Context: an optimization exercise on an open-source flow, tuned for small area, a short achievable clock period and few clock cycles per item. The choices shown serve that exercise and are no tape-out recipe.
The RTL was checked by simulation tests, not by an equivalence proof against the original design.

== oak ==
## abacus_section
module abacus_section (
    input  wire        clk,
    input  wire        rst,
    input  wire        start,
    output wire        ready,
    input  wire [2:0]  opc,
    input  wire [3:0]  shift,
    input  wire [1:0]  sub,
    input  wire [1:0]  aw,
    input  wire        limen,
    input  wire [31:0] opa,
    input  wire [31:0] opb,
    input  wire [31:0] gaina,
    input  wire [31:0] gainb,
    input  wire [31:0] b0,
    input  wire [31:0] b1,
    input  wire [31:0] b2,
    input  wire [31:0] a1,
    input  wire [31:0] a2,
    input  wire [31:0] limhi,
    input  wire [31:0] limlo,
    input  wire [31:0] aux,
    input  wire [31:0] st0,
    input  wire [31:0] st1,
    output reg         done,
    output reg  [31:0] y,
    output reg  [31:0] ns0,
    output reg  [31:0] ns1,
    output reg  [1:0]  ns_we,
    output reg  [2:0]  sat_cnt,
    output reg         divg
);
export LEC_CHECK = 0
export ABC_AREA = 1
export CAP_MARGIN = 20
export CORE_MARGIN = 2
export CORE_UTILIZATION = 30
export PLACE_DENSITY = 0.5
export SLEW_MARGIN = 20
create_clock -name core_clock -period 30.0 [get_ports {clk}]
standard.sh (not shown) runs the stock make flow with config.mk's settings and CLKGATE_MAP_FILE= SYNTH_SCRIPT=/design/flow/synth_recipe.tcl, a recipe that flattens the netlist after the stock synthesis.
==> flow/flow/run.sh <==
#!/bin/bash
# The standard layout (standard.sh: the standard synthesis and the ORFS
# steps to finish), with one change: the port buffers that buffer_ports puts
# on every input and output are buf_2 cells rather than the larger
# clkdlybuf4s50_1 delay cells it picks by default. The layout's full output
# goes to standard.log in the work folder; ORFS keeps each step's own log
# under orfs/logs/.
set -euo pipefail
export BUFFER_PORTS_ARGS="-buffer_cell sky130_fd_sc_hd__buf_2"
bash standard.sh > standard.log 2>&1
oak completed end to end with timing, DRC and antenna clean.
Testbench counts of oak, summed over its fixed seeds: cycles 27,723, sections 8,000.
For pine, these inputs were changed with respect to oak:
==> flow/flow/run.sh <==
#!/bin/bash
# The standard layout (standard.sh: the standard synthesis and the ORFS
# steps to finish) at the design's clock and constraints, with two changes
# to how ORFS optimises it:
#  - the port buffers that buffer_ports puts on every input and output are
#    buf_2 cells rather than the larger clkdlybuf4s50_1 delay cells it picks
#    by default;
#  - ORFS's timing repair (repair_timing after floorplan, CTS and global
#    route) works on every path with less than 22 ns of setup slack, so the
#    resizer also speeds up the paths that set the achieved period.
# The layout's full output goes to standard.log in the work folder; ORFS
# keeps each step's own log under orfs/logs/.
set -euo pipefail
export BUFFER_PORTS_ARGS="-buffer_cell sky130_fd_sc_hd__buf_2"
export SETUP_SLACK_MARGIN=22
export TNS_END_PERCENT=40
bash standard.sh > standard.log 2>&1
Notes after the runs:
pine: complete, dirty (antenna violations)
Summary of the comparison: clock skew is lower in pine, relative to oak.
The time the final worst path needs with I/O delays and setup in pine sits 3260 ps below the value recorded for oak.
Between oak and pine, the multi-input gate share of total cell area is higher for oak.
Compared to oak, pine has non-clock buffer area fraction after layout 5.8 points higher.
Summary of pine over oak: cell area reported after detailed placement went up 0.90%, total congestion overflow after global routing held.
r_b0[2] as the worst setup path startpoint was reported by oak, and x1_r[21] by pine.
Compared with oak, in pine clock-buffer cell count went down 1; total of plain and repair buffers excluding clock buffers went up 583.
Edits applied to the flow inputs when going from pine to birch:
diff --git a/flow/flow/run.sh b/flow/flow/run.sh
--- a/flow/flow/run.sh
+++ b/flow/flow/run.sh
@@ -9 +9 @@
-#    route) works on every path with less than 22 ns of setup slack, so the
+#    route) works on every path with less than 19 ns of setup slack, so the
@@ -15,2 +15,2 @@
-export SETUP_SLACK_MARGIN=22
-export TNS_END_PERCENT=40
+export SETUP_SLACK_MARGIN=19
+export TNS_END_PERCENT=20
### Flow results
- birch finished end to end and its layout was clean on timing, DRC and antenna.
- Of the two values seen for timing endpoint of the critical path, lov2 was produced by pine and c_ex[1] by birch.
- STATUS fmax: birch loses against pine
- birch -> pine: number of cells after detailed placement flat
- Compared with pine, birch shows a lower average wire per standard cell.
- Compared with pine, birch shows a met1 capacity usage during global routing that is 1.8 points lower.
- Between birch and pine, placer congestion estimate is lower for pine, birch comes in above that.
- Looking at via total after detailed routing, birch sits 2.9% below pine.
- Final design instance area without fill: higher on pine

* * *

Setup of the baseline:
abacus_section again, from the RTL that the note above started with.
==> flow/design.v (excerpt) <==
module abacus_section (
    input  wire        clk,
    input  wire        rst,
    input  wire        start,
    output wire        ready,
    input  wire [2:0]  opc,
    input  wire [3:0]  shift,
    input  wire [1:0]  sub,
    input  wire [1:0]  aw,
    input  wire        limen,
    input  wire [31:0] opa,
    input  wire [31:0] opb,
    input  wire [31:0] gaina,
    input  wire [31:0] gainb,
    input  wire [31:0] b0,
    input  wire [31:0] b1,
    input  wire [31:0] b2,
    input  wire [31:0] a1,
    input  wire [31:0] a2,
    input  wire [31:0] limhi,
    input  wire [31:0] limlo,
    input  wire [31:0] aux,
    input  wire [31:0] st0,
    input  wire [31:0] st1,
    output reg         done,
    output reg  [31:0] y,
    output reg  [31:0] ns0,
    output reg  [31:0] ns1,
    output reg  [1:0]  ns_we,
    output reg  [2:0]  sat_cnt,
    output reg         divg
);
    localparam [2:0] OP_BQ = 3'd0, OP_SUM = 3'd1, OP_MUL = 3'd2, OP_DIVR = 3'd3,
                     OP_LIM = 3'd4, OP_SEL = 3'd5, OP_MINMAX = 3'd6, OP_HOLD = 3'd7;
    localparam X1_ZERO = 3'd0, X1_IN = 3'd1, X1_HOLD = 3'd2, X1_B0 = 3'd3,
               X1_B1 = 3'd4, X1_B2 = 3'd5, X1_CQ = 3'd6, X1_DK = 3'd7;
    localparam X2_ZERO = 3'd0, X2_IN = 3'd1, X2_HOLD = 3'd2, X2_GB = 3'd3,
               X2_A1 = 3'd4, X2_A2 = 3'd5, X2_S1 = 3'd6;
    localparam AD_S1 = 0, AD_S2 = 1, AD_B0 = 2, AD_A = 3, AD_QX = 4, AD_B = 5;
    reg        [2:0]  r_opc;
    reg        [3:0]  r_sh;
    reg        [1:0]  r_sub, r_aw;
  ...
clock: 30.0 ns
lec_check: 0
abc_area: 1
cap_margin: 20
core_margin: 2
core_utilization: 30
place_density: 0.5
slew_margin: 20
==> flow/flow/run.sh <==
#!/bin/bash
# The standard layout (standard.sh: the standard synthesis and the ORFS
# steps to finish) at the design's clock and constraints, with two changes
# to how ORFS optimises it:
#  - the port buffers that buffer_ports puts on every input and output are
#    buf_2 cells rather than the larger clkdlybuf4s50_1 delay cells it picks
#    by default;
#  - ORFS's timing repair (repair_timing after floorplan, CTS and global
#    route) works on every path with less than 20.5 ns of setup slack, so the
#    resizer also speeds up the paths that set the achieved period.
# The layout's full output goes to standard.log in the work folder; ORFS
# keeps each step's own log under orfs/logs/.
set -euo pipefail
export BUFFER_PORTS_ARGS="-buffer_cell sky130_fd_sc_hd__buf_2"
export SETUP_SLACK_MARGIN=20.5
export TNS_END_PERCENT=10
bash standard.sh > standard.log 2>&1
Testbench counts of the baseline, summed over its fixed seeds: cycles 27,723, sections 8,000.
Input-level comparison between the candidate and the baseline:
==> flow/run.sh (new file) <==
#!/bin/bash
# synth_recipe.tcl (not shown) runs the flow's synth.tcl, then flattens the netlist and writes it again
# the make line also repeats each setting of config.mk as NAME=value (left out here)
make -C /OpenROAD-flow-scripts/flow DESIGN_CONFIG=/design/flow/config.mk WORK_HOME=/design/flow/orfs CLKGATE_MAP_FILE= SYNTH_SCRIPT=/design/flow/synth_recipe.tcl finish
removed: flow/flow/run.sh
removed: flow/standard.sh
### Flow results
- Row total of plain and repair buffers excluding clock buffers: the candidate lower / the baseline higher
- c_ng1 as the critical path launch point was reported by the candidate, and r_b[1] by the baseline.
- The initial antenna violation count of the candidate falls short of that of the baseline by 30.
- There was hardly any difference in multi-input gate count between the candidate and the baseline.
- The candidate ended up with fewer standard cells than the baseline.
- [diff] total wire length, the candidate relative to the baseline: improvement
- Compared with the baseline, in the candidate count of placed standard cells including taps comparable, synthesized netlist net count shows no meaningful change, final critical path time including I/O delays and setup now larger, count of clock-buffer cells in the layout went up by 1.1%.
- Worst setup slack after layout, the candidate and the baseline: higher on the baseline

[separate check: timing with driven ports]
In the flow no input, the clock included, has a driving cell. The finished layouts below were timed again as built, in two steps.
Step 1, drivers: a clkbuf_16 drives clk and a buf_2 each remaining input, both assumed.
Step 2 also shifts input and output timing later by t, the mid clock arrival at the registers, as if the neighbouring blocks saw the same clock.
Slacks: no drivers / after step 1 / after step 2; pairs: no drivers / after step 1.
run	t, ns	slack for setup (ns)	latest minus earliest clock arrival (ns)	worst data-port slew with drivers (ns)	pins driven straight from the clock port
oak	0.834	16.681 / 16.681 / 16.681	0.078 / 0.079	0.27	1
pine	0.830	19.938 / 19.938 / 19.938	0.052 / 0.051	0.30	1
birch	0.842	18.915 / 18.949 / 18.145	0.058 / 0.058	0.33	1
the baseline	0.800	19.840 / 19.840 / 19.165	0.069 / 0.070	0.34	1
the candidate	0.816	16.651 / 16.651 / 16.651	0.086 / 0.087	0.11	1
The setup slack of birch, which loses most, moves by +0.034 ns with the drivers and by -0.770 ns with both steps.
